Source: an optimization exercise on an open RTL-to-GDS flow (aim: small area, a short achievable clock period and few clock cycles per item). Production flows keep margins and buffers that such runs may drop.
Only simulation tests tie the RTL to the original design; equivalence was not proved.

== rev 12 ==
## tn48_check_engine
module tn48_check_engine (
    input  wire         clk,
    input  wire         rst,           
    input  wire         ctx_wr,
    input  wire [127:0] ctx_wdata,
    output wire [127:0] ctx_rdata,
    output wire         idle,
    output reg          selfcheck,
    input  wire         in_valid,
    output wire         in_ready,
    input  wire [63:0]  in_data,       
    input  wire [3:0]   in_nbytes,     
    input  wire         in_last,       
    input  wire [63:0]  in_check,      
    output reg          res_valid,
    output reg  [63:0]  res_crc,
    output wire         res_ok,
    output wire         res_pass
);
For scale: about 4000 cells after synthesis, roughly 370 flip-flops, roughly 460 I/O pins, about 35000 sq um of cells after synthesis.
clock: 20.0 ns
lec_check: 0
cap_margin: 20
core_margin: 2
core_utilization: 40
place_density: 0.6
setup_slack_margin: 0.3
slew_margin: 20
standard.sh (not shown) runs the stock make flow with config.mk's settings and CLKGATE_MAP_FILE= SYNTH_SCRIPT=/design/flow/synth_recipe.tcl, a recipe that flattens the netlist after the stock synthesis.
==> flow/flow/run.sh <==
#!/bin/bash
# Layout: the standard flow (standard.sh, unchanged synthesis) with these
# changes to how the layout is made:
#  - the port buffers are sky130_fd_sc_hd__buf_2 instead of the default
#    delay-cell buffer;
#  - timing repair works to a setup margin of 14.5 ns instead of 0.3 ns, so it
#    sizes the design for about a 5.5 ns path; the clock and constraints are
#    the design's;
#  - clock tree sinks are clustered up to 22 per buffer within 80 um.
set -euo pipefail
export BUFFER_PORTS_ARGS="-buffer_cell sky130_fd_sc_hd__buf_2"
bash standard.sh SETUP_SLACK_MARGIN=14.5 CTS_CLUSTER_SIZE=22 CTS_CLUSTER_DIAMETER=80 finish > standard.log 2>&1
Rev 12 was carried through to the last stage, and its layout satisfied the timing, design-rule and antenna checks.
Testbench counts of rev 12, summed over its fixed seeds: cycles 68,632, bytes 505,136.
Setup changes, rev 12 to rev 13
==> flow/flow/run.sh <==
#!/bin/bash
# Layout: the standard flow (standard.sh, unchanged synthesis) with two
# changes to how the layout is made:
#  - the port buffers are sky130_fd_sc_hd__buf_2 instead of the default
#    delay-cell buffer;
#  - timing repair works to a setup margin of 14.5 ns instead of 0.3 ns, so it
#    sizes the design for about a 5.5 ns path; the clock and constraints are
#    the design's.
set -euo pipefail
export BUFFER_PORTS_ARGS="-buffer_cell sky130_fd_sc_hd__buf_2"
bash standard.sh SETUP_SLACK_MARGIN=14.5 finish > standard.log 2>&1
==> comparison <==
- Lower amount of wire on met3 after detailed routing was reported by rev 13, not rev 12.
- Compared rev 12 against rev 13; via count within noise.
- Delta (rev 13 minus rev 12): layout-stage area growth over the synthesis result has increased, period utilization has decreased.
- Going from rev 12 to rev 13, final non-filler cell area grew slightly.
- The setup slack of rev 13 is larger than that of rev 12.

========
tn48_check_engine again, from the RTL that the note above started with.
Design tn48_check_engine, start of the top module:
module tn48_check_engine (
    input  wire         clk,
    input  wire         rst,           
    input  wire         ctx_wr,
    input  wire [127:0] ctx_wdata,
    output wire [127:0] ctx_rdata,
    output wire         idle,
    output reg          selfcheck,
    input  wire         in_valid,
    output wire         in_ready,
    input  wire [63:0]  in_data,       
    input  wire [3:0]   in_nbytes,     
    input  wire         in_last,       
    input  wire [63:0]  in_check,      
    output reg          res_valid,
    output reg  [63:0]  res_crc,
    output wire         res_ok,
    output wire         res_pass
);
Settings: LEC_CHECK=0, CAP_MARGIN=20, CORE_MARGIN=2, CORE_UTILIZATION=40, PLACE_DENSITY=0.6, SETUP_SLACK_MARGIN=0.3, SLEW_MARGIN=20; clock period 20.0 ns.
==> flow/flow/run.sh <==
#!/bin/bash
# Layout: the standard flow (standard.sh, unchanged synthesis) with two
# changes to how the layout is made:
#  - the port buffers are sky130_fd_sc_hd__buf_1 instead of the default
#    delay-cell buffer (timing repair may size them up);
#  - timing repair works to a setup margin of 14.5 ns instead of 0.3 ns, so it
#    sizes the design for about a 5.5 ns path; the clock and constraints are
#    the design's.
set -euo pipefail
export BUFFER_PORTS_ARGS="-buffer_cell sky130_fd_sc_hd__buf_1"
bash standard.sh SETUP_SLACK_MARGIN=14.5 finish > standard.log 2>&1
The starting point ran to the end with no violations.
Testbench counts at the start, summed over its fixed seeds: cycles 68,632, bytes 505,136.
Change:
==> flow/flow/run.sh (replaced) <==
#!/bin/bash
# Layout: the standard flow (standard.sh, unchanged synthesis) with these
# changes to how the layout is made:
#  - the port buffers are sky130_fd_sc_hd__buf_1 instead of the default
#    delay-cell buffer (timing repair may size them up);
#  - timing repair works to a setup margin of 14.5 ns instead of 0.3 ns, so it
#    sizes the design for about a 5.5 ns path; the clock and constraints are
#    the design's;
#  - clock tree sinks are clustered up to 22 per buffer within 80 um.
set -euo pipefail
export BUFFER_PORTS_ARGS="-buffer_cell sky130_fd_sc_hd__buf_1"
bash standard.sh SETUP_SLACK_MARGIN=14.5 CTS_CLUSTER_SIZE=22 CTS_CLUSTER_DIAMETER=80 finish > standard.log 2>&1
=>
- fmax rose by 3.9%
- area after synthesis stays the same
- non-clock buffer count rose by 14

[re-timing with driven ports]
The flow's constraints put no driver on any port. The routed layouts listed below were extracted and timed again, unchanged, in two steps.
Step 1 sets driving cells, clkbuf_16 on the clock port and buf_2 on the other inputs (assumed; they add their load-dependent delay and slew).
Step 2 also shifts input and output timing later by t, the mid clock arrival at the registers, as if the neighbouring blocks saw the same clock.
a / b / c = ideal / step 1 / step 2; a / b = the first two.
run	t (ns)	slack for setup (ns)	worst setup path after step 2
rev 12	0.688	14.257 / 14.257 / 13.876	input to register
rev 13	0.688	14.426 / 14.426 / 13.857	input to register
the first run of note 2	0.673	14.204 / 14.204 / 13.866	input to register
the second run of note 2	0.691	14.424 / 14.418 / 13.833	input to register
After both steps setup and hold are still met in every run listed. The setup slack of the second run of note 2, which loses most, moves by -0.006 ns with the drivers and by -0.591 ns with both steps.
